Optimization exercise on an open flow, not production practice.
RTL: at most simulated, not proved equivalent.
Function not checked: runs 6 to 8.
Power: default activity.

### config.mk
export PLATFORM = sky130hd
export DESIGN_NAME = kg9_divider
export DESIGN_NICKNAME = kg9_divider
export VERILOG_FILES = /design/flow/design.v
export SDC_FILE = /design/flow/constraint.sdc
export NUM_CORES = 4
export LEC_CHECK = 0
export CAP_MARGIN = 20
export CORE_MARGIN = 2
export CORE_UTILIZATION = 55
export CTS_CLUSTER_DIAMETER = 90
export CTS_CLUSTER_SIZE = 26
export SETUP_SLACK_MARGIN = 4.0
export SLEW_MARGIN = 20
### flow/run.sh
#!/bin/bash
# Standard layout; the port buffers are plain buf_1 cells instead of the
# delay buffers ORFS picks by default. Each tool's output goes to the logs
# that standard.sh's make writes under orfs/logs; make's own output is kept
# in standard.log.
export BUFFER_PORTS_ARGS="-buffer_cell sky130_fd_sc_hd__buf_1"
bash standard.sh > standard.log 2>&1
### standard.sh
#!/bin/bash
# synth_recipe.tcl (not shown) runs the flow's synth.tcl, then flattens the netlist and writes it again
# the make line also repeats each setting of config.mk as NAME=value (left out here)
make -C /OpenROAD-flow-scripts/flow DESIGN_CONFIG=/design/flow/config.mk WORK_HOME=/design/flow/orfs CLKGATE_MAP_FILE= SYNTH_SCRIPT=/design/flow/synth_recipe.tcl "${@:-finish}"
### constraint.sdc
create_clock -name core_clock -period 8.0 [get_ports {clk}]
set_input_delay 1.6000 -clock core_clock [delete_from_list [all_inputs] [get_ports {clk}]]
set_output_delay 1.6000 -clock core_clock [all_outputs]
set_load 0.01 [all_outputs]
### design.v
module kg9_divider (
    input  wire        clk,
    input  wire        rst,
    input  wire        start,
    input  wire        sgn,
    input  wire [63:0] a,
    input  wire [63:0] b,
    output reg         ready,
    output reg         done,
    output wire [63:0] q,
    output wire [63:0] r,
    output reg         exc
);
    reg st_idle, st_s1, st_it, st_f1;
    reg [63:0] R;       
    reg [63:0] E;       
    reg [63:0] Q;       
    reg [6:0]  na, nb;  
    reg [5:0]  cnt;     
    reg        a_neg, b_neg;
    reg        x;       
    reg        inv;     
    reg [7:0]  zg;      
    reg        first;   
    reg        ex;      
    assign q = Q;
    assign r = R;
    reg  xc;                    
    wire neg_q = ~x;
    wire fill  = ~a_neg;        
    function [6:0] bitlen(input [63:0] v);
        integer i;
        begin
            bitlen = 7'd0;
            for (i = 0; i < 64; i = i + 1)
                if (v[i]) bitlen = i + 1;
        end
    endfunction
    wire in_a_neg = sgn & a[63];
    wire in_b_neg = sgn & b[63];
    wire [7:0] dn = {1'b0, na} - {1'b0, nb};
    wire [5:0] sh = dn[5:0];            
    wire       b_zero = (nb == 7'd0);
    wire       q_zero = dn[7];
    wire       s1_exit = b_zero | q_zero;
    reg  [64:0] kg, kp, kgn, kpn;
    integer kl, kk;
    always @* begin
        kg = {R & E, xc};
        kp = {R ^ E, 1'b0};
        for (kl = 0; kl < 7; kl = kl + 1) begin
            kgn = kg; kpn = kp;
            for (kk = 0; kk < 65; kk = kk + 1)
                if (kk >= (1 << kl)) begin
                    kgn[kk] = kg[kk] | (kp[kk] & kg[kk - (1 << kl)]);
                    kpn[kk] = kp[kk] & kp[kk - (1 << kl)];
                end
            kg = kgn; kp = kpn;
        end
    end
    wire [64:0] sum = {kg[64], (R ^ E) ^ kg[63:0]};
    wire        fits = sum[64] ^ a_neg;
    wire [7:0]  sum_nz;
    genvar gi;
    generate
        for (gi = 0; gi < 8; gi = gi + 1) begin : g_nz
            assign sum_nz[gi] = |sum[8*gi+7:8*gi];
        end
    endgenerate
    wire        last_zero = (zg == 8'd0);
    reg         m1;
    wire        evp = ~first & last_zero & a_neg & ~ex;
    wire use_c = neg_q & (sum[63] ^ ~a_neg);
    reg [63:0] eal;
    integer si;
    always @* begin
        eal = E ^ {64{x}};
        for (si = 0; si < 6; si = si + 1)
            if (sh[si]) eal = (eal << (1 << si)) | ({64{x}} & ((64'd1 << (1 << si)) - 64'd1));
    end
    wire newbit = ((ex | evp) ? 1'b0 : fits) ^ inv;
    wire last   = (cnt == 6'd0);
    wire fin = (st_s1 & s1_exit) | (st_it & last & ~a_neg) | st_f1;
    always @(posedge clk) begin
        if (rst) begin
            st_idle <= 1'b1;
            ready <= 1'b1;
            st_s1 <= 1'b0; st_it <= 1'b0; st_f1 <= 1'b0;
            done <= 1'b0;
        end else begin
            done    <= fin;
            ready   <= (ready & ~start) | fin;
            st_idle <= (st_idle & ~start) | fin;
            st_s1   <= st_idle & start;
            st_it   <= (st_s1 & ~s1_exit) | (st_it & ~last);
            st_f1   <= st_it & last & a_neg;
        end
    end
    always @(posedge clk) begin
        if (st_idle) begin
            R <= a;
            E <= b;
            a_neg <= in_a_neg;
            b_neg <= in_b_neg;
            x <= ~(in_a_neg ^ in_b_neg);
            xc <= ~(in_a_neg ^ in_b_neg);
            na <= bitlen(in_a_neg ? {~a[62:0], 1'b1} : a);
            nb <= bitlen(in_b_neg ? (~b | 64'd1) : b);
        end
        if (st_s1) begin
            cnt <= sh;
            ex  <= 1'b0;
            zg  <= sum_nz;
            first <= 1'b1;
            inv <= use_c;
            exc <= b_zero;
            if (s1_exit) begin
                Q <= 64'd0;
            end else begin
                Q <= {64{use_c}};
                if (use_c) R <= sum[63:0];
                E <= eal;
            end
        end
        if (st_it) begin
            begin
                if (first) m1 <= last_zero & a_neg & ~b_neg;
                if (fits) R <= sum[63:0];
                Q <= {Q[62:1], Q[0] ^ evp, newbit};
                zg <= sum_nz;
                first <= 1'b0;
                if (evp) ex <= 1'b1;
                if (!last) begin
                    E <= {fill, E[63:1]};
                    cnt <= cnt - 6'd1;
                end
            end
        end
        if (st_f1) begin
            if (ex | evp) R <= sum[63:0];
            Q <= m1 ? {64{1'b1}} : {Q[63:1], Q[0] ^ evp};
            exc <= b_neg & Q[63];
        end
    end
endmodule
==> qor.txt, run 1 <==
Syn Area/Cell: 8.20 µm²
die height: 202 µm
Max Freq: 0.252 GHz
largest net degree at the start of global routing: 111
endpoints failing hold: 0
Fin Setup TNS: 0 ps
CTS HTree Levels: 1
Area Growth Syn to Fin: 10.8%
worst-case reg-to-reg path depth: 14
gr ovfl total: 0
Buf/Inv on CP: 2
Min-Delay Path Class: reg -> reg
Site Rows: 72
FF+latch count, synth: 234
CP endpoint kind: flop
pre-CTS setup slack: 2890 ps
Post-Syn Instances: 2641
Final Total Pwr: 7550 µW
minimum clock period: 3970 ps
commonest cells after routing, fill and taps aside: nand2_1, buf_1, a21oi_1
CP delay by family, top: compound AO/OA/AOI/OAI gates
total track usage: 0.352
CP max stage cell: edfxtp_1
number of max-cap violations: 0
ys async rst share: 0
vias in the first global route: 20000
average wire per standard cell: 22.9 µm
FILL cells: 3554
Cell variety after synth: 89
worst r2r src: x$_DFFE_PP_
final worst setup slack: 4030 ps
result of the run: timing/DRC/antenna clean
Num CTS Buffers: 16
Seq/Total Area, Yosys: 0.259
Post-synth EDFFs: 92
Setup crit start kind: flop
CP cell instances: inv_1 -> buf_6 -> fa_2 -> nor2b_2 -> o31a_1 -> o21ai_4 -> a2111oi_4 -> or2_1 -> a21oi_2 -> nand2_1 -> a311o_1 -> a21oi_1 -> xor2_1 -> nand4_1
share of cells above drive strength 1: 0.0871
DRT Wirelength: 75700 µm
Layout Nets: 2987
Worst Hold Path Cells: 1
fin. max-slew vios: 0
remaining antenna violation count: 0
Clock Tree Root: clkbuf_16
Critical Path AT: 4210 ps
Power Dens Cells: 315 mW/mm²
iteration count of the initial detailed-routing pass: 6
Die Footprint: 0.0410 mm²
critical path required time: 8240 ps
R2R Path End: zg[6]$_DFFE_PP_
IO buf count: 262
core box area: 0.0387 mm²
Mapped Nets: 2847
CP Class: reg -> reg
R2R setup slack: 4030 ps
DRC: 0
initial antenna violation count: 0
Worst Path Max Fanout: 21
worst vdd ir: 0.260 mV
main flop type after synthesis: dfxtp_1
DP Wirelength: 56400 µm
CTS Sinks: 234
DRT iter0 DRCs: 2415
RSZ-0062 raised after global routing: yes
LEAKAGE: 0.00922 µW
Starting Density: 0.559
Mapped Area: 0.0217 mm²
worst skew pair latency: 540 ps
Via Count: 21800
Min-Delay Endpoint: cnt[0]$_DFF_P_
DR vias/cell: 6.58
fin crit share: 0.496
IO Pins: 263
n_diodes: 0
CTS max path bufs: 3
worst slew pin tran: 1070 ps
commonest non-fill, non-tap cell in the layout: nand2_1
CTS tree: done
DIE WIDTH: 202 µm
Hold Buf Count CTS: 0
Setup Viol. Count Final: 0
Synth warnings: 1
GP Congestion: 0.981
slowest stage delay, CP: 450 ps
Post-Route Skew: 21.1 ps
Slew headroom: 0.283
global-route wire length before repair: 115000 µm
Worst Hold Launch: cnt[0]$_DFF_P_
clock slew at reported path FFs: 110 ps
[cell usage after synthesis, types with 8 or more instances]
cell | number | area (µm²)
mux2i_1 | 243 | 2430
o22ai_1 | 21 | 131
or4_1 | 8 | 60.1
o21bai_1 | 9 | 67.6
nand4_1 | 32 | 200
and3_1 | 35 | 219
mux2_2 | 23 | 259
ha_1 | 72 | 901
o21ai_1 | 36 | 180
a31oi_1 | 38 | 238
clkbuf_1 | 138 | 518
o21ai_0 | 111 | 556
o31ai_1 | 24 | 180
nor4_1 | 14 | 87.6
inv_1 | 60 | 225
a21oi_1 | 260 | 1300
o21a_1 | 15 | 113
nor2_1 | 194 | 728
o211ai_1 | 19 | 143
xnor2_1 | 110 | 963
dfxtp_1 | 142 | 2840
nor2b_1 | 28 | 175
nor3_1 | 63 | 315
xor2_1 | 36 | 315
mux4_2 | 60 | 1350
a21o_1 | 54 | 405
nand3_1 | 67 | 335
buf_2 | 15 | 75.1
buf_1 | 22 | 82.6
a221oi_1 | 23 | 201
or3_1 | 19 | 119
a2111oi_0 | 8 | 70.1
a211oi_1 | 59 | 443
edfxtp_1 | 92 | 2760
and2_1 | 11 | 68.8
nand2b_1 | 19 | 119
nand2_1 | 331 | 1240
[sequential cells by signal, indices dropped and copies added, names as in the netlist, 6 cells and up]
register and count:
na 7, E 64, zg 8, nb 7
Q 64, cnt 6, R 64
[repair_timing]
action | in CTS | in global routing
pin swaps | 6 | 8
setup endpoints to repair | 182 | 180
setup buffers | 11 | 4
resized for setup | 36 | 64
gates cloned | 1 | 2
[routing by layer]
| metal | up-vias | routed length (µm) | global-route usage |
|---|---|---|---|
| li1 | 10100 | - | - |
| met1 | 10400 | 32100 | 0.501 |
| met2 | 1058 | 33900 | 0.554 |
| met3 | 164 | 6630 | 0.0377 |
| met4 | 0 | 3030 | 0.129 |
| met5 | - | 0 | 0 |
[kinds of logic (layout without fill, tap and decap cells)]
group                      after synthesis  after routing  synth area share
xor gates and xnor gates               146            147            0.0590
and+or+nand+nor                        849            849             0.179
muxes                                  328            328             0.188
DFF                                    234            234             0.259
buffers and inverters                  247            396            0.0490
AOI/OAI and AO/OA                      763            763             0.223
adders and majority gates               74             74            0.0434
[layout make-up]
type	count	area [µm²]	area share
clock buffer	20	437	0.0182
clock inverter	8	116	0.00485
inverter	63	258	0.0107
multi-input combinational	2161	15400	0.642
sequential	234	5620	0.234
tap	518	648	0.0270
timing repair buffer	305	1500	0.0627
[through the flow]
stage	utilization	hold slack [ps]	std cells	cell area (µm²)
floorplan	-	406	2641	21700
finish	0.620	449	3309	24000
global route	0.620	480	3309	24000
CTS	0.611	445	3303	23700
detailed placement	0.589	431	3263	22800
global placement	0.589	418	3263	22800
[how the worst max path moves through the flow]
stage | from | end | slack, ps | cells past startpoint
2_1_floorplan | sgn | nb[0]$_SDFFCE_PP0P_ | 3910 | 14
3_3_place_gp | b[63] | nb[0]$_SDFFCE_PP0P_ | 2920 | 13
3_5_place_dp | x$_DFFE_PP_ | R[3]$_DFF_P_ | 2890 | 15
4_1_cts | x$_DFFE_PP_ | R[3]$_DFF_P_ | 3890 | 14
5_1_grt | x$_DFFE_PP_ | R[3]$_DFF_P_ | 3980 | 14
6_report | x$_DFFE_PP_ | zg[6]$_DFFE_PP_ | 4030 | 14
[power breakdown]
group | total (µW) | internal, µW | switching (µW) | leakage, µW
sequential | 1880 | 1490 | 391 | 0.00207
clock | 940 | 425 | 515 | 0.000270
combinational | 4730 | 1930 | 2800 | 0.00688
total | 7550 | 3840 | 3710 | 0.00922
Testbench counts, summed over its fixed seeds: cycles 56,892, ops 3,200.
==> inputs of run 2 (changes only) <==
--- a/config.mk
+++ b/config.mk
@@ -11,4 +11,4 @@
 export CTS_CLUSTER_DIAMETER = 90
 export CTS_CLUSTER_SIZE = 26
-export SETUP_SLACK_MARGIN = 4.0
+export SETUP_SLACK_MARGIN = 4.1
 export SLEW_MARGIN = 20
==> qor.txt, run 2 <==
IO Pins: 263 (unchanged)
total track usage: 0.361 (+0.00843)
worst slew pin tran: 1130 ps (+58.6 ps)
clock slew at reported path FFs: 100 ps (about the same)
Post-synth EDFFs: 92 (unchanged)
top-count cell post-synth: nand2_1
Synth top area share: 0.131 (unchanged)
RSZ-0062 raised after global routing: yes
adder-cell share of the synthesized area: 0.0434 (unchanged)
Post-Route Skew: 31.0 ps (+9.88 ps)
CTS HTree Levels: 1 (unchanged)
DIE WIDTH: 202 µm (unchanged)
DR vias/cell: 6.63 (+0.76%)
endpoints failing hold: 0 (unchanged)
remaining antenna violation count: 0 (unchanged)
fin. max-slew vios: 0 (unchanged)
CP endpoint kind: flop
IO buf count: 262 (unchanged)
largest family of logic cells by synthesized area: compound AO/OA/AOI/OAI gates
Worst Path Max Fanout: 5 (-76%)
Synth warnings: 1 (unchanged)
iteration count of the initial detailed-routing pass: 8 (+2)
Slew headroom: 0.244 (-0.0390)
Layout Nets: 3019 (+1.1%)
post-synthesis mux area share: 0.188 (unchanged)
LEAKAGE: 0.00951 µW (+3.2%)
Clock Tree Root: clkbuf_16
simple-gate share of the synthesized area: 0.179 (unchanged)
Seq/Total Area, Yosys: 0.259 (unchanged)
Mapped Nets: 2847 (unchanged)
Fin Setup TNS: 0 ps (unchanged)
commonest non-fill, non-tap cell in the layout: nand2_1
Cell variety after synth: 89 (unchanged)
Starting Density: 0.559 (unchanged)
CTS tree: done
fin crit share: 0.490 (-0.00552)
FILL cells: 3461 (-2.6%)
number of max-cap violations: 0 (unchanged)
initial antenna violation count: 1 (+1)
DRT iter0 DRCs: 2708 (+12%)
Post-Synth XOR/XNOR Area: 0.0590 (unchanged)
Fin Hold WS: 451 ps (+1.37 ps)
Via Count: 22200 (+1.8%)
FF+latch count, synth: 234 (unchanged)
worst skew pair latency: 540 ps (about the same)
Die Footprint: 0.0410 mm² (unchanged)
CTS max path bufs: 3 (unchanged)
Syn Area/Cell: 8.20 µm² (unchanged)
CTS Sinks: 234 (unchanged)
top cells by area, synth: dfxtp_1, edfxtp_1, mux2i_1
largest net degree at the start of global routing: 111 (unchanged)
commonest cells after routing, fill and taps aside: nand2_1, buf_1, a21oi_1
Synth area leader: dfxtp_1
share of cells above drive strength 1: 0.120 (+0.0333)
Min-Delay Path Class: reg -> reg
ys async rst share: 0 (unchanged)
Setup crit start kind: flop
Num CTS Buffers: 17 (+1)
DP Wirelength: 56100 µm (-0.48%)
vias in the first global route: 20200 (+1.3%)
Site Rows: 72 (unchanged)
Synth top cells by count: nand2_1, a21oi_1, mux2i_1
multi-input logic area: 0.0157 mm² (+1.6%)
Max Freq: 0.255 GHz (+1.1%)
worst vdd ir: 0.225 mV (-14%)
die height: 202 µm (unchanged)
DRT Wirelength: 78700 µm (+3.9%)
global-route wire length before repair: 117000 µm (+1.6%)
main flop type after synthesis: dfxtp_1
average wire per standard cell: 23.5 µm (+2.9%)
DRC: 0 (unchanged)
CP Class: reg -> reg
Area Growth Syn to Fin: 14.7%
Post-Syn Instances: 2641 (unchanged)
Power Dens Cells: 321 mW/mm² (+1.9%)
compound-gate portion of the synthesized area: 0.223 (unchanged)
Regs by FF count: E: 64 flops, Q: 64 flops, R: 64 flops
minimum clock period: 3920 ps (-44.2 ps)
FF+latch area: 0.00565 mm² (+0.49%)
Critical Path AT: 4390 ps (+180 ps)
critical path required time: 8470 ps (+230 ps)
GP Congestion: 0.958 (-2.4%)
gr ovfl total: 0 (unchanged)
core box area: 0.0387 mm² (unchanged)
Hold Buf Count CTS: 0 (unchanged)
Mapped Area: 0.0217 mm² (unchanged)
result of the run: timing/DRC/antenna clean
Setup Viol. Count Final: 0 (unchanged)
run 2: cell counts after synthesis:
Identical to the previous run, type by type.
run 2: worst paths after layout:
| path | start | end | slack (ps) | cells after the start |
|---|---|---|---|---|
| hold / removal | cnt[0]$_DFF_P_ | cnt[0]$_DFF_P_ | 450 | 1 |
| setup / recovery | na[0]$_SDFFCE_PP0P_ | E[49]$_DFF_P_ | 4080 | 14 |
| hold reg to reg | cnt[0]$_DFF_P_ | cnt[0]$_DFF_P_ | 450 | 1 |
| setup reg to reg | na[0]$_SDFFCE_PP0P_ | E[49]$_DFF_P_ | 4080 | 14 |
run 2: area by class of cell:
type	count	share of cell area
antenna	1	0.000101
clock buffer	20	0.0184
clock inverter	10	0.00584
inverter	63	0.0104
multi-input combinational	2160	0.630
sequential	234	0.227
tap	518	0.0261
timing repair buffer	337	0.0814
run 2: logic make-up (layout without fill, tap and decap cells):
logic type / Yosys count / count (layout)
and+or+nand+nor: 849 / 849
AOI/OAI and AO/OA: 763 / 763
muxes: 328 / 328
buffers and inverters: 247 / 430
DFF: 234 / 234
xor gates and xnor gates: 146 / 146
adders and majority gates: 74 / 74
other: 0 / 1
run 2: power by group:
group          switching, µW  internal (µW)
Sequential               405           1490
Clock                    533            454
Combinational           2950           2130
Total                   3890           4070
run 2: what timing repair did:
| action | in CTS | in global routing |
|---|---|---|
| hold endpoints to repair | 0 | 0 |
| pin swaps | 12 | 23 |
| setup buffers | 17 | 19 |
| resized for setup | 90 | 106 |
| gates cloned | 6 | 6 |
| endpoints found under the setup margin | 198 | 194 |
run 2: routing by layer:
metal  vias up  share of wire  global-route usage
met5         -              0                   0
met4         0          0.037               0.123
met3       185          0.092              0.0586
met2      1188           0.46               0.576
met1     10600           0.41               0.497
li1      10200              -                   -
run 2: critical path, cell delays in order (launching register included):
cell and delay [ps]:
edfxtp_1 430, inv_2 90, ha_4 120, inv_2 40, fa_4 850, buf_12 140, buf_6 120, mux4_2 530
xnor2_2 170, mux2i_1 290, mux2i_2 170, mux4_2 590, nor2_4 160, a21oi_1 50, o21ai_1 130
run 2: through the flow:
stage                     cells  utilization  cell area, µm²  total power (µW)  setup WS, ps
after detailed placement   3263        0.589           22800              6320          2400
final                      3343        0.641           24800              7970          4080
after global routing       3342        0.641           24800              8390          3980
after CTS                  3316        0.623           24100              7560          4070
after global placement     3263        0.589           22800              6270          2570
after floorplan            2641            -           21700              5080          3910
==> inputs of run 3 (changes only) <==
--- a/config.mk
+++ b/config.mk
@@ -11,4 +11,4 @@
 export CTS_CLUSTER_DIAMETER = 90
 export CTS_CLUSTER_SIZE = 26
-export SETUP_SLACK_MARGIN = 4.1
+export SETUP_SLACK_MARGIN = 3.9
 export SLEW_MARGIN = 20
==> qor.txt, run 3 <==
result of the run: timing/DRC/antenna clean
Critical Path AT: 4460 ps (+70 ps)
IO Pins: 263 (unchanged)
Setup crit start kind: flop
CTS tree: done
Synth top area share: 0.131 (unchanged)
clock slew at reported path FFs: 110 ps (about the same)
gr ovfl total: 0 (unchanged)
vias in the first global route: 20000 (-1.1%)
FF+latch count, synth: 234 (unchanged)
CTS Sinks: 234 (unchanged)
top-count cell post-synth: nand2_1
average wire per standard cell: 23.0 µm (-2.4%)
minimum clock period: 4050 ps (+128 ps)
DRT iter0 DRCs: 2595 (-4.2%)
iteration count of the initial detailed-routing pass: 5 (-3)
largest net degree at the start of global routing: 93 (-16%)
Die Footprint: 0.0410 mm² (unchanged)
LEAKAGE: 0.00920 µW (-3.3%)
Slew headroom: 0.269 (+0.0245)
FILL cells: 3658 (+5.7%)
Synth area leader: dfxtp_1
CP endpoint kind: flop
Seq/Total Area, Yosys: 0.259 (unchanged)
worst vdd ir: 0.200 mV (-11%)
Layout Nets: 2983 (-1.2%)
fin cells: 3305 (-1.1%)
placed cell count: 3263 (unchanged)
Post-Syn Instances: 2641 (unchanged)
Fin Setup TNS: 0 ps (unchanged)
Worst Path Max Fanout: 16 (+11)
commonest cells after routing, fill and taps aside: nand2_1, buf_1, a21oi_1
CTS HTree Levels: 1 (unchanged)
IO buf count: 262 (unchanged)
DP Wirelength: 55700 µm (-0.82%)
Hold Buf Count CTS: 0 (unchanged)
Regs by FF count: E: 64 flops, Q: 64 flops, R: 64 flops
Post-Route Skew: 18.6 ps (-12.4 ps)
main flop type after synthesis: dfxtp_1
Placed Area: 0.0228 mm² (about the same)
Max Freq: 0.247 GHz (-3.2%)
CTS max path bufs: 3 (unchanged)
worst skew pair latency: 530 ps (about the same)
DR vias/cell: 6.59 (-0.67%)
DRC: 0 (unchanged)
worst slew pin tran: 1100 ps (-36.7 ps)
Setup Viol. Count Final: 0 (unchanged)
Final Total Pwr: 7470 µW (-6.2%)
Via Count: 21800 (-1.8%)
Mapped Area: 0.0217 mm² (unchanged)
Site Rows: 72 (unchanged)
Post-synth EDFFs: 92 (unchanged)
Synth top cells by count: nand2_1, a21oi_1, mux2i_1
number of max-cap violations: 0 (unchanged)
Starting Density: 0.559 (unchanged)
die height: 202 µm (unchanged)
Synth warnings: 1 (unchanged)
core box area: 0.0387 mm² (unchanged)
Num CTS Buffers: 16 (-1)
DRT Wirelength: 75900 µm (-3.5%)
final core utilization: 0.617 (-0.0245)
GP Congestion: 0.963 (+0.58%)
Cell variety after synth: 89 (unchanged)
Syn Area/Cell: 8.20 µm² (unchanged)
commonest non-fill, non-tap cell in the layout: nand2_1
Clock Tree Root: clkbuf_16
n_diodes: 0 (-1)
CP Class: reg -> reg
global-route wire length before repair: 116000 µm (-0.82%)
ys async rst share: 0 (unchanged)
Power Dens Cells: 313 mW/mm² (-2.5%)
Final Instance Area: 0.0239 mm² (-3.8%)
endpoints failing hold: 0 (unchanged)
Area Growth Syn to Fin: 10.3%
RSZ-0062 raised after global routing: yes
remaining antenna violation count: 0 (unchanged)
DIE WIDTH: 202 µm (unchanged)
top cells by area, synth: dfxtp_1, edfxtp_1, mux2i_1
total track usage: 0.355 (-0.00600)
Mapped Nets: 2847 (unchanged)
Min-Delay Path Class: reg -> reg
fin. max-slew vios: 0 (unchanged)
fin crit share: 0.506 (+0.0160)
initial antenna violation count: 4 (+3)
critical path required time: 8410 ps (-60 ps)
share of cells above drive strength 1: 0.0807 (-0.0397)
## run 3: area by class of cell
| cell class | count | area, µm² | share of cell area |
|---|---|---|---|
| inverters | 63 | 264 | 0.0110 |
| well taps | 518 | 648 | 0.0271 |
| repair buffers | 301 | 1480 | 0.0617 |
| clock buffers | 18 | 429 | 0.0180 |
| multi-input cells | 2160 | 15300 | 0.642 |
| flip-flops and latches | 234 | 5620 | 0.235 |
| repair inverters | 1 | 5.00 | 0.000209 |
| clock inverters | 10 | 106 | 0.00445 |
## run 3: logic make-up (layout without fill, tap and decap cells)
group,after synthesis,count (layout),share of synthesized area
XOR/XNOR,146,146,0.0590
multiplexers,328,328,0.188
adder cells (fa/ha/maj),74,74,0.0434
buffers and inverters,247,393,0.0490
flip-flops,234,234,0.259
AND/OR/NAND/NOR,849,849,0.179
AO/OA/AOI/OAI,763,763,0.223
## run 3: worst paths after layout
path	from	to	slack (ps)	cells past startpoint
worst max-delay path	E[42]$_DFF_P_	R[3]$_DFF_P_	3950	14
worst min-delay path	cnt[0]$_DFF_P_	cnt[0]$_DFF_P_	450	1
worst min register to register	cnt[0]$_DFF_P_	cnt[0]$_DFF_P_	450	1
worst max register to register	E[42]$_DFF_P_	R[3]$_DFF_P_	3950	14
## run 3: where the power goes
group          total [µW]  leakage (µW)  switching [µW]  internal [µW]
clock network         907      0.000260             493            414
logic                4680       0.00688            2780           1900
registers            1880       0.00207             394           1490
total                7470       0.00920            3670           3800
## run 3: worst max-delay path, stage by stage, from the launching register on
cell and delay [ps]:
dfxtp_1 620, ha_1 330, nand3_1 140, or2_1 320, or4_1 520, o22ai_1 180
a211o_1 170, o21a_4 170, o21ai_4 100, o31ai_4 280, xnor2_2 130, o221ai_4 230
buf_12 180, buf_12 190, mux2_1 330
## run 3: stage by stage
| step | hold slack (ps) | setup slack, ps |
|---|---|---|
| 2_1_floorplan | 406 | 3910 |
| 3_3_place_gp | 415 | 2650 |
| 3_5_place_dp | 430 | 2540 |
| 4_1_cts | 445 | 3870 |
| 5_1_grt | 479 | 3790 |
| 6_report | 452 | 3950 |
## run 3: routing by layer
layer	up-vias	part of all wire	GRT usage
met2	1053	0.45	0.564
met4	6	0.030	0.102
li1	10100	-	-
met3	143	0.092	0.0475
met5	-	0.00061	0
met1	10500	0.42	0.505
## run 3: what timing repair did
item / 4_1_cts / 5_1_grt
gates cloned: 3 / 3
endpoints found under the setup margin: 204 / 148
gates resized for setup: 32 / 39
setup buffers: 6 / 2
pin swaps: 3 / 6
==> inputs of run 4 (changes only) <==
--- a/config.mk
+++ b/config.mk
@@ -11,4 +11,5 @@
 export CTS_CLUSTER_DIAMETER = 90
 export CTS_CLUSTER_SIZE = 26
-export SETUP_SLACK_MARGIN = 3.9
+export GPL_ROUTABILITY_DRIVEN = 0
+export SETUP_SLACK_MARGIN = 4.0
 export SLEW_MARGIN = 20
==> qor.txt, run 4 <==
top sig layer: met4
minimum clock period: 3940 ps (-113 ps)
Num CTS Buffers: 17 (+1)
CP cell instances: ha_1 -> a211oi_1 -> nor2_1 -> or3b_1 -> a21o_1 -> a211o_1 -> o21a_4 -> o21ai_4 -> o31ai_4 -> xnor2_2 -> o221ai_4 -> buf_12 -> buf_12 -> mux2_1
CTS tree: done
final core utilization: 0.625 (+0.00814)
Worst setup startpoint: E[33]$_DFF_P_
metal2 WL: 35400 µm (+3.3%)
top-count cell post-synth: nand2_1
fin cells: 3325 (+0.61%)
Mapped Area: 0.0217 mm² (unchanged)
total track usage: 0.360 (+0.00543)
CTS max path bufs: 3 (unchanged)
commonest non-fill, non-tap cell in the layout: nand2_1
Synth top area share: 0.131 (unchanged)
Mapped Nets: 2847 (unchanged)
clock slew at reported path FFs: 100 ps (about the same)
worst slew pin tran: 1050 ps (-49.3 ps)
Min-Delay Path Class: reg -> reg
ys async rst share: 0 (unchanged)
DP Wirelength: 55500 µm (-0.22%)
Setup Viol. Count Final: 0 (unchanged)
Post-Syn Instances: 2641 (unchanged)
die height: 202 µm (unchanged)
DIE WIDTH: 202 µm (unchanged)
Post-synth EDFFs: 92 (unchanged)
fin. max-slew vios: 0 (unchanged)
share of cells above drive strength 1: 0.0930 (+0.0122)
slowest stage delay, CP: 400 ps (-220 ps)
R2R setup slack: 4060 ps (+110 ps)
Syn Area/Cell: 8.20 µm² (unchanged)
fin crit share: 0.492 (-0.0141)
WL met3: 7240 µm (+3.0%)
CP delay by family, top: compound AO/OA/AOI/OAI gates
Synth warnings: 1 (unchanged)
CTS Sinks: 234 (unchanged)
Crit path depth: 14 (unchanged)
critical path required time: 8430 ps (+20 ps)
Cell variety after synth: 89 (unchanged)
endpoints failing hold: 0 (unchanged)
placed cell count: 3264 (+0.031%)
Layout Nets: 3002 (+0.64%)
global-route wire length before repair: 116000 µm (+0.59%)
Worst Path Max Fanout: 11 (-5)
vias in the first global route: 19900 (-0.51%)
Regs by FF count: E: 64 flops, Q: 64 flops, R: 64 flops
n_diodes: 0 (unchanged)
Site Rows: 72 (unchanged)
result of the run: timing/DRC/antenna clean
Setup crit start kind: flop
pre-CTS setup slack: 2710 ps (+165 ps)
number of max-cap violations: 0 (unchanged)
final worst setup slack: 4060 ps (+113 ps)
DRC: 0 (unchanged)
Max Freq: 0.254 GHz (+2.9%)
RSZ-0062 raised after global routing: yes
iteration count of the initial detailed-routing pass: 6 (+1)
remaining antenna violation count: 0 (unchanged)
average wire per standard cell: 23.3 µm (+1.3%)
R2R Path End: R[3]$_DFF_P_
Synth area leader: dfxtp_1
main flop type after synthesis: dfxtp_1
initial antenna violation count: 0 (-4)
Post-Route Skew: 37.4 ps (+18.8 ps)
Critical Path AT: 4370 ps (-90 ps)
CP max stage cell: dfxtp_4
Area Growth Syn to Fin: 11.8%
Fin Setup TNS: 0 ps (unchanged)
Worst Setup EP: R[3]$_DFF_P_
Buf/Inv on CP: 2 (unchanged)
Via Count: 22100 (+1.3%)
Worst Hold Path Cells: 1 (unchanged)
worst skew pair latency: 570 ps (+40 ps)
DRT Wirelength: 77400 µm (+1.9%)
Slew headroom: 0.302 (+0.0329)
DRT iter0 DRCs: 2574 (-0.81%)
largest net degree at the start of global routing: 136 (+46%)
worst vdd ir: 0.211 mV (+5.7%)
IO Pins: 263 (unchanged)
FF+latch count, synth: 234 (unchanged)
core box area: 0.0387 mm² (unchanged)
Die Footprint: 0.0410 mm² (unchanged)
Metal-1 WL: 32300 µm (+0.16%)
Final Total Pwr: 7660 µW (+2.5%)
commonest cells after routing, fill and taps aside: nand2_1, buf_1, a21oi_1
CP Class: reg -> reg
Synth top cells by count: nand2_1, a21oi_1, mux2i_1
CP endpoint kind: flop
Most Frequent Cell on Critical Path: buf_12
gr ovfl total: 0 (unchanged)
Clock Tree Root: clkbuf_16
IO buf count: 262 (unchanged)
Hold Buf Count CTS: 0 (unchanged)
Power Dens Cells: 316 mW/mm² (+1.1%)
Seq/Total Area, Yosys: 0.259 (unchanged)
worst-case reg-to-reg path depth: 14 (unchanged)
Worst Hold Launch: cnt[0]$_DFF_P_
worst r2r src: E[33]$_DFF_P_
CTS HTree Levels: 1 (unchanged)
top cells by area, synth: dfxtp_1, edfxtp_1, mux2i_1
Starting Density: 0.559 (unchanged)
DR vias/cell: 6.63 (+0.65%)
LEAKAGE: 0.00936 µW (+1.7%)
-- run 4: cell counts after synthesis --
No cell type changed its count.
-- run 4: area by class of cell --
cell class                      instances  area, µm²
Tap cell                              518        648
Multi-Input combinational cell       2160      15400
Timing Repair Buffer                  320       1740
Clock buffer                           19        433
Fill cell                            3553      14500
Sequential cell                       234       5630
Clock inverter                         11        138
Inverter                               63        251
-- run 4: stage by stage --
step / area [µm²] / hold slack, ps
2_1_floorplan: 21700 / 406
3_3_place_gp: 22900 / 413
3_5_place_dp: 22900 / 433
4_1_cts: 23900 / 448
5_1_grt: 24200 / 477
6_report: 24200 / 448
-- run 4: timing repair --
item,CTS,global route
hold endpoints to repair,0,0
setup endpoints to repair,205,175
pin swaps,5,9
cloned,5,2
gates resized for setup,52,53
setup buffers,8,16
-- run 4: layer usage --
| metal | vias up | global-route usage |
|---|---|---|
| met3 | 177 | 0.0559 |
| met5 | - | 0 |
| met4 | 0 | 0.105 |
| li1 | 10200 | - |
| met1 | 10500 | 0.500 |
| met2 | 1168 | 0.581 |
-- run 4: worst min path at each step --
| stage | end | slack [ps] |
|---|---|---|
| after global routing | cnt[0]$_DFF_P_ | 480 |
| after CTS | cnt[0]$_DFF_P_ | 450 |
| after global placement | cnt[0]$_DFF_P_ | 410 |
| final | cnt[0]$_DFF_P_ | 450 |
| after detailed placement | cnt[0]$_DFF_P_ | 430 |
| after floorplan | cnt[0]$_DFF_P_ | 410 |
-- run 4: worst reg2reg max path: cells and delay by family, from the launching register on --
family | cells | cell delay [ps]
fa+ha+maj | 1 | 400
buf+inv | 2 | 360
flops | 1 | 400
mux | 1 | 360
simple gates | 2 | 480
compound gates | 7 | 1650
xor+xnor | 1 | 180
-- run 4: power by group --
| part | internal, µW | switching, µW | leakage [µW] |
|---|---|---|---|
| logic | 1980 | 2830 | 0.00702 |
| clock network | 424 | 534 | 0.000277 |
| registers | 1490 | 399 | 0.00207 |
-- run 4: logic make-up after synthesis --
family / Yosys count / share of synthesized area
buffers and inverters: 247 / 0.0490
and+or+nand+nor: 849 / 0.179
adders and majority gates: 74 / 0.0434
AOI/OAI and AO/OA: 763 / 0.223
DFF: 234 / 0.259
xor gates and xnor gates: 146 / 0.0590
muxes: 328 / 0.188
==> inputs of run 5 (changes only) <==
--- a/config.mk
+++ b/config.mk
@@ -11,5 +11,5 @@
 export CTS_CLUSTER_DIAMETER = 90
 export CTS_CLUSTER_SIZE = 26
-export GPL_ROUTABILITY_DRIVEN = 0
+export PLACE_DENSITY_LB_ADDON = 0.2
 export SETUP_SLACK_MARGIN = 4.0
 export SLEW_MARGIN = 20
==> qor.txt, run 5 <==
result of the run: timing/DRC/antenna clean
Synth warnings: 1 (unchanged)
DR vias/cell: 6.62 (-0.16%)
Mapped Area: 0.0217 mm² (unchanged)
final core utilization: 0.621 (-0.00433)
remaining antenna violation count: 0 (unchanged)
Worst Path Max Fanout: 13 (+2)
worst-case reg-to-reg path depth: 13 (-1)
Worst setup startpoint: nb[0]$_SDFFCE_PP0P_
CTS tree: done
Critical Path AT: 4460 ps (+90 ps)
Crit path depth: 13 (-1)
largest net degree at the start of global routing: 106 (-22%)
minimum clock period: 3990 ps (+48.1 ps)
LEAKAGE: 0.00926 µW (-1.1%)
fin. max-slew vios: 0 (unchanged)
worst vdd ir: 0.151 mV (-29%)
Via Count: 22000 (-0.43%)
main flop type after synthesis: dfxtp_1
Worst Setup EP: E[29]$_DFF_P_
commonest non-fill, non-tap cell in the layout: nand2_1
CP endpoint kind: flop
Post-Synth XOR/XNOR Area: 0.0590 (unchanged)
final worst setup slack: 4010 ps (-48.1 ps)
global-route wire length before repair: 115000 µm (-1.1%)
commonest cells after routing, fill and taps aside: nand2_1, buf_1, a21oi_1
IO Pins: 263 (unchanged)
vias in the first global route: 20200 (+1.3%)
Hold Buf Count CTS: 0 (unchanged)
DRT iter0 DRCs: 2476 (-3.8%)
DP Wirelength: 54500 µm (-1.8%)
initial antenna violation count: 0 (unchanged)
Max Freq: 0.251 GHz (-1.2%)
Most Frequent Cell on Critical Path: mux2i_1
Post-Route Skew: 23.7 ps (-13.7 ps)
FF+latch count, synth: 234 (unchanged)
slowest stage delay, CP: 860 ps (+460 ps)
CTS HTree Levels: 1 (unchanged)
Post-synth EDFFs: 92 (unchanged)
IO buf count: 262 (unchanged)
Cell variety after synth: 89 (unchanged)
Setup Viol. Count Final: 0 (unchanged)
Final Total Pwr: 7520 µW (-1.8%)
fin cells: 3316 (-0.27%)
CTS max path bufs: 3 (unchanged)
placed cell count: 3264 (unchanged)
Clock Tree Root: clkbuf_16
worst slew pin tran: 1040 ps (-10.1 ps)
Site Rows: 72 (unchanged)
share of cells above drive strength 1: 0.0922 (-0.000773)
DIE WIDTH: 202 µm (unchanged)
DRT Wirelength: 75100 µm (-3.0%)
gr ovfl total: 0 (unchanged)
Synth top area share: 0.131 (unchanged)
Regs by FF count: E: 64 flops, Q: 64 flops, R: 64 flops
CTS Sinks: 234 (unchanged)
simple-gate share of the synthesized area: 0.179 (unchanged)
R2R Path End: E[29]$_DFF_P_
Starting Density: 0.559 (unchanged)
DRC: 0 (unchanged)
Die Footprint: 0.0410 mm² (unchanged)
top cells by area, synth: dfxtp_1, edfxtp_1, mux2i_1
GP Congestion: 0.969
Mapped Nets: 2847 (unchanged)
CP max stage cell: fa_4
Post-Syn Instances: 2641 (unchanged)
fin crit share: 0.498 (+0.00602)
CP Class: reg -> reg
ys async rst share: 0 (unchanged)
clock slew at reported path FFs: 100 ps (about the same)
CP cell instances: ha_4 -> inv_2 -> fa_4 -> buf_12 -> buf_4 -> mux4_2 -> xnor2_1 -> mux2i_1 -> mux2i_1 -> mux2i_1 -> nand2_1 -> a221oi_1 -> a21o_1
Setup crit start kind: flop
top-count cell post-synth: nand2_1
Layout Nets: 2995 (-0.23%)
worst r2r src: nb[0]$_SDFFCE_PP0P_
post-synthesis mux area share: 0.188 (unchanged)
Synth area leader: dfxtp_1
R2R setup slack: 4010 ps (-50 ps)
iteration count of the initial detailed-routing pass: 6 (unchanged)
largest family of logic cells by synthesized area: compound AO/OA/AOI/OAI gates
pre-CTS setup slack: 2670 ps (-36.4 ps)
die height: 202 µm (unchanged)
Num CTS Buffers: 15 (-2)
number of max-cap violations: 0 (unchanged)
Buf/Inv on CP: 3 (+1)
total track usage: 0.352 (-0.00768)
Slew headroom: 0.308 (+0.00672)
average wire per standard cell: 22.6 µm (-2.8%)
worst skew pair latency: 530 ps (-40 ps)
compound-gate portion of the synthesized area: 0.223 (unchanged)
core box area: 0.0387 mm² (unchanged)
endpoints failing hold: 0 (unchanged)
Power Dens Cells: 313 mW/mm² (-1.1%)
Area Growth Syn to Fin: 11.0%
critical path required time: 8470 ps (+40 ps)
adder-cell share of the synthesized area: 0.0434 (unchanged)
RSZ-0062 raised after global routing: yes
n_diodes: 0 (unchanged)
Syn Area/Cell: 8.20 µm² (unchanged)
Min-Delay Path Class: reg -> reg
Seq/Total Area, Yosys: 0.259 (unchanged)
Synth top cells by count: nand2_1, a21oi_1, mux2i_1
Fin Setup TNS: 0 ps (unchanged)
CP delay by family, top: multiplexers
-- run 5: cell counts after synthesis --
No cell type changed its count.
-- run 5: power breakdown --
part	leakage, µW	internal, µW	switching [µW]
combinational	0.00695	1960	2810
sequential	0.00206	1490	386
clock	0.000245	390	483
total	0.00926	3840	3680
-- run 5: how the worst min path moves through the flow --
stage / end / cells after the start / start / slack, ps
after global placement: cnt[0]$_DFF_P_ / 1 / cnt[0]$_DFF_P_ / 420
after CTS: cnt[0]$_DFF_P_ / 1 / cnt[0]$_DFF_P_ / 440
after detailed placement: cnt[0]$_DFF_P_ / 1 / cnt[0]$_DFF_P_ / 420
after floorplan: cnt[0]$_DFF_P_ / 1 / cnt[0]$_DFF_P_ / 410
after global routing: cnt[0]$_DFF_P_ / 1 / cnt[0]$_DFF_P_ / 470
final: cnt[0]$_DFF_P_ / 1 / cnt[0]$_DFF_P_ / 440
-- run 5: kinds of logic (layout without fill, tap and decap cells) --
logic type | Yosys count | count (layout)
mux | 328 | 328
fa+ha+maj | 74 | 74
flops | 234 | 234
buf+inv | 247 | 404
xor+xnor | 146 | 146
simple gates | 849 | 849
compound gates | 763 | 763
-- run 5: repair_timing --
action | 4_1_cts | 5_1_grt
setup endpoints to repair | 187 | 182
cloned | 4 | 3
setup buffers | 10 | 9
pin swaps | 2 | 7
gates resized for setup | 30 | 70
-- run 5: metrics by stage --
step	hold slack [ps]	area [µm²]
finish	443	24000
global route	467	24000
CTS	444	23700
detailed placement	425	22800
global placement	421	22800
floorplan	406	21700
-- run 5: final cells by class --
class	instances	area (µm²)
Sequential cell	234	5630
Timing Repair inverter	1	5.00
Fill cell	3608	14700
Tap cell	518	648
Multi-Input combinational cell	2160	15400
Timing Repair Buffer	314	1630
Clock inverter	8	86.3
Clock buffer	18	408
Inverter	63	262
-- run 5: metal layers --
layer,up-vias,GRT usage,share of wire
met1,10500,0.509,0.43
met5,-,0,0
met4,0,0.118,0.034
li1,10100,-,-
met2,1137,0.545,0.44
met3,173,0.0454,0.092
==> inputs of run 6 (changes only) <==
--- a/design.v
+++ b/design.v
@@ -118,5 +118,4 @@
                 Q <= 64'd0;
             end else begin
-                Q <= {64{use_c}};
                 if (use_c) R <= sum[63:0];
                 E <= eal;
@@ -127,5 +126,5 @@
                 if (first) m1 <= last_zero & a_neg & ~b_neg;
                 if (fits) R <= sum[63:0];
-                Q <= {Q[62:1], Q[0] ^ evp, newbit};
+                Q <= first ? {{63{inv}}, newbit} : {Q[62:1], Q[0] ^ evp, newbit};
                 zg <= sum_nz;
                 first <= 1'b0;
--- a/config.mk
+++ b/config.mk
@@ -11,5 +11,4 @@
 export CTS_CLUSTER_DIAMETER = 90
 export CTS_CLUSTER_SIZE = 26
-export PLACE_DENSITY_LB_ADDON = 0.2
 export SETUP_SLACK_MARGIN = 4.0
 export SLEW_MARGIN = 20
==> qor.txt, run 6 <==
result of the run: timing/DRC/antenna clean
top-count cell post-synth: nand2_1
DRC: 0 (unchanged)
clock slew at reported path FFs: 100 ps (about the same)
Num CTS Buffers: 16 (+1)
CP endpoint kind: flop
CP cell instances: ha_2 -> nand4_1 -> nor2_4 -> nand2_1 -> a2111o_1 -> a21oi_4 -> o41a_4 -> a31oi_4 -> o41ai_4 -> xnor2_4 -> o211ai_4 -> buf_12 -> buf_12 -> buf_16 -> mux2i_1
Post-synth EDFFs: 92 (unchanged)
top sig layer: met4
Die Footprint: 0.0413 mm² (+0.83%)
fin crit share: 0.508 (+0.0101)
Min-Delay Path Class: reg -> reg
slowest stage delay, CP: 520 ps (-340 ps)
Regs by FF count: E: 64 flops, Q: 64 flops, R: 64 flops
DRT Wirelength: 79400 µm (+5.8%)
remaining antenna violation count: 0 (unchanged)
Worst Path Max Fanout: 11 (-2)
main flop type after synthesis: dfxtp_1
Fin Setup TNS: 0 ps (unchanged)
Post-Syn Instances: 2634 (-0.27%)
initial antenna violation count: 1 (+1)
final worst setup slack: 3930 ps (-80.4 ps)
endpoints failing hold: 0 (unchanged)
Cell variety after synth: 91 (+2.2%)
total track usage: 0.362 (+0.00973)
Hold Buf Count CTS: 0 (unchanged)
CP max stage cell: o41ai_4
global-route wire length before repair: 118000 µm (+2.7%)
FILL cells: 3495 (-3.1%)
number of max-cap violations: 0 (unchanged)
Synth area leader: dfxtp_1
commonest non-fill, non-tap cell in the layout: nand2_1
Mapped Area: 0.0218 mm² (+0.84%)
Metal-1 WL: 33400 µm (+2.8%)
FF+latch count, synth: 234 (unchanged)
Layout Nets: 3018 (+0.77%)
Power Dens Cells: 313 mW/mm² (about the same)
Setup Viol. Count Final: 0 (unchanged)
Via Count: 22500 (+2.4%)
Site Rows: 73 (+1.4%)
commonest cells after routing, fill and taps aside: nand2_1, mux2i_1, buf_1
DR vias/cell: 6.72 (+1.4%)
IO buf count: 262 (unchanged)
CTS tree: done
core box area: 0.0395 mm² (+1.9%)
average wire per standard cell: 23.7 µm (+4.8%)
n_diodes: 0 (unchanged)
Buf/Inv on CP: 3 (unchanged)
Area Growth Syn to Fin: 15.2%
WL met3: 7180 µm (+4.4%)
IO Pins: 263 (unchanged)
share of cells above drive strength 1: 0.119 (+0.0265)
DRT iter0 DRCs: 2490 (+0.57%)
LEAKAGE: 0.00987 µW (+6.5%)
Synth warnings: 1 (unchanged)
RSZ-0062 raised after global routing: yes
Synth top area share: 0.130 (-0.00110)
worst skew pair latency: 540 ps (about the same)
Seq/Total Area, Yosys: 0.257 (-0.00216)
pre-CTS setup slack: 2090 ps (-586 ps)
CTS max path bufs: 3 (unchanged)
CP Class: reg -> reg
Critical Path AT: 4530 ps (+70 ps)
iteration count of the initial detailed-routing pass: 6 (unchanged)
CTS HTree Levels: 1 (unchanged)
DIE WIDTH: 203 µm (+0.41%)
Starting Density: 0.554 (-0.00559)
top cells by area, synth: dfxtp_1, edfxtp_1, mux2i_1
ys async rst share: 0 (unchanged)
Most Frequent Cell on Critical Path: buf_12
Post-Route Skew: 29.4 ps (+5.67 ps)
Synth top cells by count: nand2_1, mux2i_1, a21oi_1
CP delay by family, top: compound AO/OA/AOI/OAI gates
vias in the first global route: 20400 (+1.1%)
metal2 WL: 35900 µm (+8.5%)
Setup crit start kind: flop
Mapped Nets: 2840 (-0.25%)
final core utilization: 0.638 (+0.0171)
gr ovfl total: 0 (unchanged)
fin. max-slew vios: 0 (unchanged)
Syn Area/Cell: 8.29 µm² (+1.1%)
minimum clock period: 4070 ps (+80.4 ps)
die height: 203 µm (+0.41%)
GP Congestion: 0.948 (-2.2%)
Clock Tree Root: clkbuf_16
critical path required time: 8460 ps (about the same)
DP Wirelength: 56700 µm (+4.0%)
Final Total Pwr: 7870 µW (+4.7%)
Slew headroom: 0.254 (-0.0543)
CTS Sinks: 234 (unchanged)
worst slew pin tran: 1110 ps (+76.0 ps)
worst vdd ir: 0.224 mV (+49%)
largest net degree at the start of global routing: 86 (-19%)
Max Freq: 0.246 GHz (-2.0%)
-- run 6: changes by cell type in the layout (fill, tap and decap cells not counted), moves of 18 or more --
cell	delta
o21ai_0	+102
nand2_1	-41
nor2_1	-37
a21oi_1	-36
o21ai_1	-28
mux2i_1	+19
nand3_1	-19
o31ai_1	-18
-- run 6: logic make-up (layout without fill, tap and decap cells) --
group | Yosys count | in the layout | synth area share
flops | 234 | 234 | 0.257
fa+ha+maj | 74 | 74 | 0.0431
simple gates | 742 | 742 | 0.158
buf+inv | 255 | 441 | 0.0468
compound gates | 844 | 846 | 0.246
mux | 347 | 347 | 0.194
xor+xnor | 138 | 138 | 0.0557
-- run 6: cell type report --
class                   instances  area [µm²]  share of cell area
clock inverters                 9         129             0.00512
clock buffers                  19         433              0.0172
multi-input cells            2147       16000               0.635
repair buffers                346        2030              0.0808
inverters                      67         293              0.0116
well taps                     525         657              0.0261
flip-flops and latches        234        5630               0.224
-- run 6: repair_timing --
item | CTS | global route
setup buffers | 21 | 26
pin swaps | 10 | 22
gates resized for setup | 70 | 118
endpoints found under the setup margin | 125 | 117
gates cloned | 5 | 6
-- run 6: per-layer routing --
metal | up-vias | global-route usage
met3 | 196 | 0.0558
met2 | 1174 | 0.576
met4 | 0 | 0.103
li1 | 10300 | -
met5 | - | 0
met1 | 10800 | 0.509
-- run 6: final timing paths --
path                         start                to  slack [ps]  cells after the start
setup reg to reg     E[26]$_DFF_P_     R[22]$_DFF_P_        3930                     15
hold / removal    ready$_SDFF_PP1_  ready$_SDFF_PP1_         460                      2
setup / recovery     E[26]$_DFF_P_     R[22]$_DFF_P_        3930                     15
hold reg to reg   ready$_SDFF_PP1_  ready$_SDFF_PP1_         460                      2
-- run 6: per-stage QoR --
stage	hold WS, ps	area, µm²	instances
floorplan	432	21900	2634
global placement	449	23100	3260
detailed placement	451	23100	3260
CTS	469	24300	3314
global route	503	25200	3347
finish	463	25200	3347
-- run 6: where the power goes --
group          switching (µW)  total [µW]  internal (µW)
Combinational            2960        5060           2100
Sequential                397        1870           1470
Clock                     517         941            424
-- run 6: worst reg2reg max path: stages, from the launching register on --
cell and delay, ps:
dfxtp_1 400, ha_2 420, nand4_1 220, nor2_4 210
nand2_1 140, a2111o_1 450, a21oi_4 190, o41a_4 190
a31oi_4 150, o41ai_4 520, xnor2_4 210, o211ai_4 220
buf_12 180, buf_12 140, buf_16 170, mux2i_1 200
==> inputs of run 7 (changes only) <==
--- a/design.v
+++ b/design.v
@@ -40,7 +40,7 @@
     wire in_b_neg = sgn & b[63];
     wire [7:0] dn = {1'b0, na} - {1'b0, nb};
-    wire [5:0] sh = dn[5:0];            
-    wire       b_zero = (nb == 7'd0);
-    wire       q_zero = dn[7];
+    wire [5:0] sh = dn[7] ? 6'd0 : dn[5:0];
+    wire       b_zero = (nb == 7'd0) & ~b_neg;
+    wire       q_zero = dn[7] & ~(a_neg & (dn[6:0] == 7'h7f));
     wire       s1_exit = b_zero | q_zero;
     reg  [64:0] kg, kp, kgn, kpn;
@@ -105,6 +105,6 @@
             x <= ~(in_a_neg ^ in_b_neg);
             xc <= ~(in_a_neg ^ in_b_neg);
-            na <= bitlen(in_a_neg ? {~a[62:0], 1'b1} : a);
-            nb <= bitlen(in_b_neg ? (~b | 64'd1) : b);
+            na <= bitlen(a ^ {64{in_a_neg}});
+            nb <= bitlen(b ^ {64{in_b_neg}});
         end
         if (st_s1) begin
@@ -118,4 +118,5 @@
                 Q <= 64'd0;
             end else begin
+                Q <= {64{use_c}};
                 if (use_c) R <= sum[63:0];
                 E <= eal;
@@ -126,5 +127,5 @@
                 if (first) m1 <= last_zero & a_neg & ~b_neg;
                 if (fits) R <= sum[63:0];
-                Q <= first ? {{63{inv}}, newbit} : {Q[62:1], Q[0] ^ evp, newbit};
+                Q <= {Q[62:1], Q[0] ^ evp, newbit};
                 zg <= sum_nz;
                 first <= 1'b0;
--- a/config.mk
+++ b/config.mk
@@ -9,6 +9,6 @@
 export CORE_MARGIN = 2
 export CORE_UTILIZATION = 55
-export CTS_CLUSTER_DIAMETER = 90
-export CTS_CLUSTER_SIZE = 26
+export CTS_CLUSTER_DIAMETER = 80
+export CTS_CLUSTER_SIZE = 20
 export SETUP_SLACK_MARGIN = 4.0
 export SLEW_MARGIN = 20
==> qor.txt, run 7 <==
commonest cells after routing, fill and taps aside: a21oi_1, nand2_1, buf_1
die height: 206 µm (+1.4%)
DP Wirelength: 68800 µm (+21%)
number of max-cap violations: 0 (unchanged)
Cell variety after synth: 101 (+11%)
DIE WIDTH: 206 µm (+1.4%)
final core utilization: 0.651 (+0.0134)
post-synthesis mux area share: 0.116 (-0.0778)
Worst Path Max Fanout: 13 (+2)
result of the run: timing/DRC/antenna clean
CP endpoint kind: flop
worst vdd ir: 0.260 mV (+16%)
Layout Nets: 3317 (+9.9%)
LEAKAGE: 0.0108 µW (+9.0%)
global-route wire length before repair: 140000 µm (+19%)
DRT iter0 DRCs: 4073 (+64%)
Via Count: 26200 (+16%)
Placed Area: 0.0237 mm² (+2.6%)
Post-Route Skew: 37.4 ps (+8.06 ps)
ys async rst share: 0 (unchanged)
Synth area leader: dfxtp_1
Num CTS Buffers: 20 (+4)
Synth top area share: 0.126 (-0.00373)
Post-Synth XOR/XNOR Area: 0.0510 (-0.00471)
Regs by FF count: E: 64 flops, Q: 64 flops, R: 64 flops
Fin Setup TNS: 0 ps (unchanged)
endpoints failing hold: 0 (unchanged)
largest family of logic cells by synthesized area: compound AO/OA/AOI/OAI gates
Seq/Total Area, Yosys: 0.249 (-0.00735)
gr ovfl total: 0 (unchanged)
main flop type after synthesis: dfxtp_1
Area Growth Syn to Fin: 17.4%
fin cells: 3670 (+9.7%)
worst skew pair latency: 570 ps (+30 ps)
FILL cells: 3540 (+1.3%)
CTS HTree Levels: 1 (unchanged)
Min-Delay Path Class: reg -> reg
remaining antenna violation count: 0 (unchanged)
total track usage: 0.433 (+0.0708)
average wire per standard cell: 26.7 µm (+13%)
critical path required time: 8480 ps (+20 ps)
fin crit share: 0.517 (+0.00856)
IO buf count: 262 (unchanged)
Max Freq: 0.242 GHz (-1.7%)
commonest non-fill, non-tap cell in the layout: a21oi_1
largest net degree at the start of global routing: 88 (+2.3%)
initial antenna violation count: 26 (+25)
Post-Syn Instances: 2902 (+10%)
DRC: 0 (unchanged)
Hold Buf Count CTS: 0 (unchanged)
simple-gate share of the synthesized area: 0.206 (+0.0478)
Setup crit start kind: flop
Synth top cells by count: a21oi_1, nand2_1, mux2i_1
Setup Viol. Count Final: 0 (unchanged)
Critical Path AT: 4620 ps (+90 ps)
Final Instance Area: 0.0264 mm² (+4.9%)
vias in the first global route: 23200 (+14%)
Post-synth EDFFs: 92 (unchanged)
Final Total Pwr: 8630 µW (+9.7%)
fin. max-slew vios: 0 (unchanged)
Mapped Nets: 3108 (+9.4%)
top-count cell post-synth: a21oi_1
share of cells above drive strength 1: 0.127 (+0.00869)
Site Rows: 74 (+1.4%)
placed cell count: 3530 (+8.3%)
DR vias/cell: 7.13 (+6.1%)
clock slew at reported path FFs: 90 ps (about the same)
adder-cell share of the synthesized area: 0.0418 (-0.00123)
RSZ-0062 raised after global routing: yes
Syn Area/Cell: 7.75 µm² (-6.6%)
CTS Sinks: 234 (unchanged)
top cells by area, synth: dfxtp_1, edfxtp_1, mux2i_1
Synth warnings: 1 (unchanged)
CTS tree: done
Die Footprint: 0.0425 mm² (+2.9%)
Mapped Area: 0.0225 mm² (+2.9%)
Slew headroom: 0.327 (+0.0730)
compound-gate portion of the synthesized area: 0.284 (+0.0378)
Power Dens Cells: 327 mW/mm² (+4.6%)
Starting Density: 0.555 (+0.000924)
GP Congestion: 1.03 (+8.8%)
IO Pins: 263 (unchanged)
Clock Tree Root: clkbuf_16
CTS max path bufs: 3 (unchanged)
core box area: 0.0406 mm² (+2.8%)
worst slew pin tran: 1010 ps (-104 ps)
minimum clock period: 4140 ps (+68.5 ps)
iteration count of the initial detailed-routing pass: 12 (+6)
FF+latch count, synth: 234 (unchanged)
CP Class: reg -> reg
DRT Wirelength: 98100 µm (+23%)
run 7: cell types whose count changed in the layout (fill, tap and decap cells not counted), sizes merged, moves of 38 or more:
cell / delta
a31oi: +38
mux2i: -48
buf: +43
a21oi: +84
nor3: +50
mux4: -52
nand3: +61
run 7: metal layers:
metal	vias up	wire length [µm]	global-route usage
li1	11400	-	-
met1	12300	37700	0.570
met2	1912	41000	0.646
met3	504	12400	0.118
met4	26	6730	0.227
met5	-	187	0
run 7: cells by family after synthesis:
group / after synthesis
compound gates: 994
mux: 250
simple gates: 946
fa+ha+maj: 74
xor+xnor: 130
buf+inv: 274
flops: 234
run 7: worst max-delay path, cell delays in order (launching register included):
cell and delay (ps):
edfxtp_1 520, ha_1 330, nor2b_1 150, o2111a_2 280, or3b_4 450, buf_12 190, and3_1 190, a211oi_1 280
a31oi_1 150, xnor2_2 220, a221oi_4 610, nand2_1 220, and4_1 280, nor3_1 180
run 7: power by group:
part	switching [µW]	internal, µW
Combinational	3430	2160
Clock	548	521
Sequential	455	1510
run 7: final timing paths:
kind	startpoint	endpoint	slack [ps]	cells after the start
setup / recovery	na[1]$_SDFFCE_PP0P_	E[60]$_DFF_P_	3860	13
hold / removal	cnt[4]$_DFF_P_	cnt[4]$_DFF_P_	460	1
setup reg to reg	na[1]$_SDFFCE_PP0P_	E[60]$_DFF_P_	3860	13
hold reg to reg	cnt[4]$_DFF_P_	cnt[4]$_DFF_P_	460	1
run 7: timing repair:
item                       in CTS  in global routing
resized for setup             114                136
pin swaps                      23                 38
buffers inserted               32                 42
setup endpoints to repair     204                192
hold endpoints to repair        0                  0
gates cloned                   12                  5
run 7: cell type report:
class                           instances  area, µm²  area share
Multi-Input combinational cell       2398      16600       0.630
Sequential cell                       234       5650       0.214
Timing Repair Buffer                  393       2450      0.0929
Tap cell                              532        666      0.0252
Clock buffer                           23        512      0.0194
Inverter                               64        272      0.0103
Clock inverter                         12        173     0.00654
Antenna cell                           14       35.0     0.00133
run 7: metrics by stage:
step                hold slack (ps)  setup slack [ps]
floorplan                       427              4000
global route                    490              3830
CTS                             465              3880
global placement                442              2350
detailed placement              446              2120
finish                          463              3860
==> inputs of run 8 (changes only) <==
==> design.v (replaced) <==
module kg9_divider (
    input  wire        clk,
    input  wire        rst,
    input  wire        start,
    input  wire        sgn,
    input  wire [63:0] a,
    input  wire [63:0] b,
    output reg         ready,
    output reg         done,
    output wire [63:0] q,
    output wire [63:0] r,
    output reg         exc
);
    reg st_idle, st_s1, st_it;
    reg [63:0] R;       
    reg [63:0] E;       
    reg [63:0] Q;       
    reg [6:0]  na, nb;  
    reg [5:0]  cnt;     
    reg        a_neg, b_neg;
    reg        x;       
    reg        xc;      
    reg        inv;     
    reg        ex;      
    assign q = Q;
    assign r = R;
    wire neg_q = ~x;
    wire fill  = ~a_neg;        
    function [6:0] bitlen(input [63:0] v);
        integer i;
        begin
            bitlen = 7'd0;
            for (i = 0; i < 64; i = i + 1)
                if (v[i]) bitlen = i + 1;
        end
    endfunction
    wire in_a_neg = sgn & a[63];
    wire in_b_neg = sgn & b[63];
    wire [7:0] dn = {1'b0, na} - {1'b0, nb};
    wire [5:0] sh = dn[5:0];            
    wire       b_zero = (nb == 7'd0);
    wire       q_zero = dn[7];
    wire       s1_exit = b_zero | q_zero;
    reg  [64:0] kg, kp, kgn, kpn;
    integer kl, kk;
    always @* begin
        kg = {R & E, xc};
        kp = {R ^ E, 1'b0};
        for (kl = 0; kl < 7; kl = kl + 1) begin
            kgn = kg; kpn = kp;
            for (kk = 0; kk < 65; kk = kk + 1)
                if (kk >= (1 << kl)) begin
                    kgn[kk] = kg[kk] | (kp[kk] & kg[kk - (1 << kl)]);
                    kpn[kk] = kp[kk] & kp[kk - (1 << kl)];
                end
            kg = kgn; kp = kpn;
        end
    end
    wire [64:0] sum = {kg[64], (R ^ E) ^ kg[63:0]};
    wire        cout = sum[64];
    wire        z = ((R ^ E) == {R[62:0] | E[62:0], xc});
    wire fits = a_neg ? ((~cout | z) & ~ex) : cout;
    wire use_c = neg_q & (sum[63] ^ ~a_neg);
    wire m1 = a_neg & ~b_neg & z;
    reg [63:0] eal;
    integer si;
    always @* begin
        eal = E ^ {64{x}};
        for (si = 0; si < 6; si = si + 1)
            if (sh[si]) eal = (eal << (1 << si)) | ({64{x}} & ((64'd1 << (1 << si)) - 64'd1));
    end
    wire last = (cnt == 6'd0);
    wire fin = (st_s1 & s1_exit) | (st_it & last);
    always @(posedge clk) begin
        if (rst) begin
            st_idle <= 1'b1;
            ready <= 1'b1;
            st_s1 <= 1'b0; st_it <= 1'b0;
            done <= 1'b0;
        end else begin
            done    <= fin;
            ready   <= (ready & ~start) | fin;
            st_idle <= (st_idle & ~start) | fin;
            st_s1   <= st_idle & start;
            st_it   <= (st_s1 & ~s1_exit) | (st_it & ~last);
        end
    end
    always @(posedge clk) begin
        if (st_idle) begin
            R <= a;
            E <= b;
            a_neg <= in_a_neg;
            b_neg <= in_b_neg;
            x <= ~(in_a_neg ^ in_b_neg);
            xc <= ~(in_a_neg ^ in_b_neg);
            na <= bitlen(in_a_neg ? {~a[62:0], 1'b1} : a);
            nb <= bitlen(in_b_neg ? (~b | 64'd1) : b);
        end
        if (st_s1) begin
            cnt <= sh;
            ex  <= m1;
            inv <= use_c | m1;
            exc <= b_zero;
            if (s1_exit) begin
                Q <= 64'd0;
            end else begin
                Q <= {64{use_c | m1}};
                if (use_c | m1) R <= sum[63:0];
                E <= eal;
            end
        end else begin
            Q <= {Q[62:0], fits ^ inv};
        end
        if (st_it) begin
            if (fits) R <= sum[63:0];
            if (a_neg & z) ex <= 1'b1;
            if (!last) begin
                E <= {fill, E[63:1]};
                cnt <= cnt - 6'd1;
            end
            exc <= a_neg & b_neg & Q[62];
        end
    end
endmodule
==> qor.txt, run 8 <==
Via Count: 23400 (-11%)
Seq/Total Area, Yosys: 0.210 (-0.0390)
DP Wirelength: 64400 µm (-6.3%)
core box area: 0.0397 mm² (-2.0%)
Max Freq: 0.250 GHz (+3.2%)
Post-synth EDFFs: 19 (-79%)
Post-Route Skew: 29.1 ps (-8.36 ps)
slowest stage delay, CP: 790 ps (+180 ps)
Synth area leader: dfxtp_1
CTS max path bufs: 3 (unchanged)
Regs by FF count: E: 64 flops, Q: 64 flops, R: 64 flops
critical path required time: 8480 ps (about the same)
result of the run: timing/DRC/antenna clean
minimum clock period: 4010 ps (-129 ps)
Setup crit start kind: flop
global-route wire length before repair: 127000 µm (-9.2%)
Worst Path Max Fanout: 12 (-1)
top-count cell post-synth: nand2_1
clock slew at reported path FFs: 90 ps (about the same)
number of max-cap violations: 0 (unchanged)
Die Footprint: 0.0419 mm² (-1.5%)
largest net degree at the start of global routing: 134 (+52%)
Starting Density: 0.557 (+0.00256)
fin. max-slew vios: 0 (unchanged)
Setup Viol. Count Final: 0 (unchanged)
n_diodes: 0 (-14)
top cells by area, synth: dfxtp_1, mux2i_1, ha_1
Syn Area/Cell: 7.79 µm² (+0.50%)
RSZ-0062 raised after global routing: yes
CP delay by family, top: multiplexers
Final Total Pwr: 8490 µW (-1.6%)
Critical Path AT: 4480 ps (-140 ps)
GP Congestion: 1.04 (+1.1%)
Crit path depth: 14 (+1)
worst-case reg-to-reg path depth: 14 (+1)
Layout Nets: 3278 (-1.2%)
Min-Delay Path Class: reg -> reg
DIE WIDTH: 205 µm (-0.77%)
commonest cells after routing, fill and taps aside: nand2_1, buf_1, inv_1
endpoints failing hold: 0 (unchanged)
gr ovfl total: 0 (unchanged)
worst slew pin tran: 1100 ps (+89.6 ps)
Mapped Nets: 3111 (+0.097%)
DRT Wirelength: 87800 µm (-10%)
iteration count of the initial detailed-routing pass: 6 (-6)
CP Class: reg -> reg
CP cell instances: inv_4 -> ha_4 -> inv_2 -> fa_4 -> buf_12 -> clkbuf_16 -> mux4_2 -> xnor2_2 -> mux2i_2 -> mux2i_1 -> mux2i_2 -> nand2_1 -> a221o_1 -> o21ai_0
Fin Setup TNS: 0 ps (unchanged)
commonest non-fill, non-tap cell in the layout: nand2_1
remaining antenna violation count: 0 (unchanged)
DRT iter0 DRCs: 3065 (-25%)
fin cells: 3548 (-3.3%)
Num CTS Buffers: 20 (unchanged)
DR vias/cell: 6.59 (-7.5%)
Synth top area share: 0.184 (+0.0581)
fin crit share: 0.501 (-0.0161)
CP endpoint kind: flop
Area Growth Syn to Fin: 15.5%
initial antenna violation count: 1 (-96%)
Buf/Inv on CP: 4 (+3)
LEAKAGE: 0.0106 µW (-1.7%)
final core utilization: 0.644 (-0.00750)
share of cells above drive strength 1: 0.130 (+0.00293)
vias in the first global route: 21100 (-8.9%)
Synth warnings: 1 (unchanged)
placed cell count: 3448 (-2.3%)
FF+latch count, synth: 223 (-4.7%)
IO Pins: 263 (unchanged)
Clock Tree Root: clkbuf_16
average wire per standard cell: 24.8 µm (-7.4%)
main flop type after synthesis: dfxtp_1
CTS Sinks: 223 (-4.7%)
Site Rows: 73 (-1.4%)
Worst Hold Path Cells: 2 (+1)
Mapped Area: 0.0221 mm² (-1.6%)
IO buf count: 262 (unchanged)
Cell variety after synth: 78 (-23%)
ys async rst share: 0 (unchanged)
die height: 205 µm (-0.77%)
Fin Hold WS: 444 ps (-19.0 ps)
Most Frequent Cell on Critical Path: mux2i_2
CTS HTree Levels: 1 (unchanged)
Power Dens Cells: 332 mW/mm² (+1.6%)
worst vdd ir: 0.175 mV (-33%)
Synth top cells by count: nand2_1, o21ai_0, mux2i_1
Slew headroom: 0.267 (-0.0597)
worst skew pair latency: 570 ps (about the same)
Post-Syn Instances: 2842 (-2.1%)
CTS tree: done
Hold Buf Count CTS: 0 (unchanged)
DRC: 0 (unchanged)
total track usage: 0.396 (-0.0371)
CP max stage cell: fa_4
-- run 8: layer usage --
metal | part of all wire | GRT usage | routed length (µm) | up-vias
met3 | 0.11 | 0.0703 | 9610 | 235
met4 | 0.048 | 0.167 | 4220 | 0
met1 | 0.41 | 0.556 | 36400 | 11100
li1 | - | - | - | 10600
met2 | 0.43 | 0.594 | 37600 | 1447
met5 | 0 | 0 | 0 | -
-- run 8: cell type report --
class / instances / area, µm²
clock buffer: 24 / 537
clock inverter: 12 / 148
fill: 3591 / 14200
inverter: 249 / 956
multi-input combinational: 2165 / 16500
sequential: 223 / 4720
tap: 525 / 657
timing repair buffer: 349 / 2030
timing repair inverter: 1 / 5.00
-- run 8: through the flow --
step | cell area (µm²) | setup WS (ps)
2_1_floorplan | 22100 | 4000
3_3_place_gp | 23300 | 2200
3_5_place_dp | 23300 | 2110
4_1_cts | 24600 | 3880
5_1_grt | 25600 | 3930
6_report | 25600 | 3990
-- run 8: repair_timing --
action	in CTS	in global routing
endpoints found under the hold margin	0	0
cloned	5	6
pin swaps	13	32
setup endpoints to repair	201	179
buffers inserted	21	32
resized for setup	112	142
-- run 8: worst min-delay path: stages, from the launching register on --
cell     delay (ps)
dfxtp_1         310
inv_1            40
o21ai_0          60
-- run 8: cell families after synthesis --
group | synth area share
XOR/XNOR | 0.0708
adder cells (fa/ha/maj) | 0.0781
AO/OA/AOI/OAI | 0.235
buffers and inverters | 0.0814
multiplexers | 0.177
AND/OR/NAND/NOR | 0.148
flip-flops | 0.210
-- run 8: path summary, 6_finish.rpt --
kind	slack (ps)	start	to
setup / recovery	3990	na[0]$_SDFFCE_PP0P_	E[27]$_DFF_P_
hold / removal	440	Q[4]$_DFF_P_	Q[5]$_DFF_P_
setup reg to reg	3990	na[0]$_SDFFCE_PP0P_	E[27]$_DFF_P_
hold reg to reg	440	Q[4]$_DFF_P_	Q[5]$_DFF_P_
-- run 8: power by group --
| part | internal, µW | switching (µW) | total (µW) |
|---|---|---|---|
| clock network | 516 | 551 | 1070 |
| logic | 2290 | 3330 | 5620 |
| registers | 1400 | 413 | 1810 |
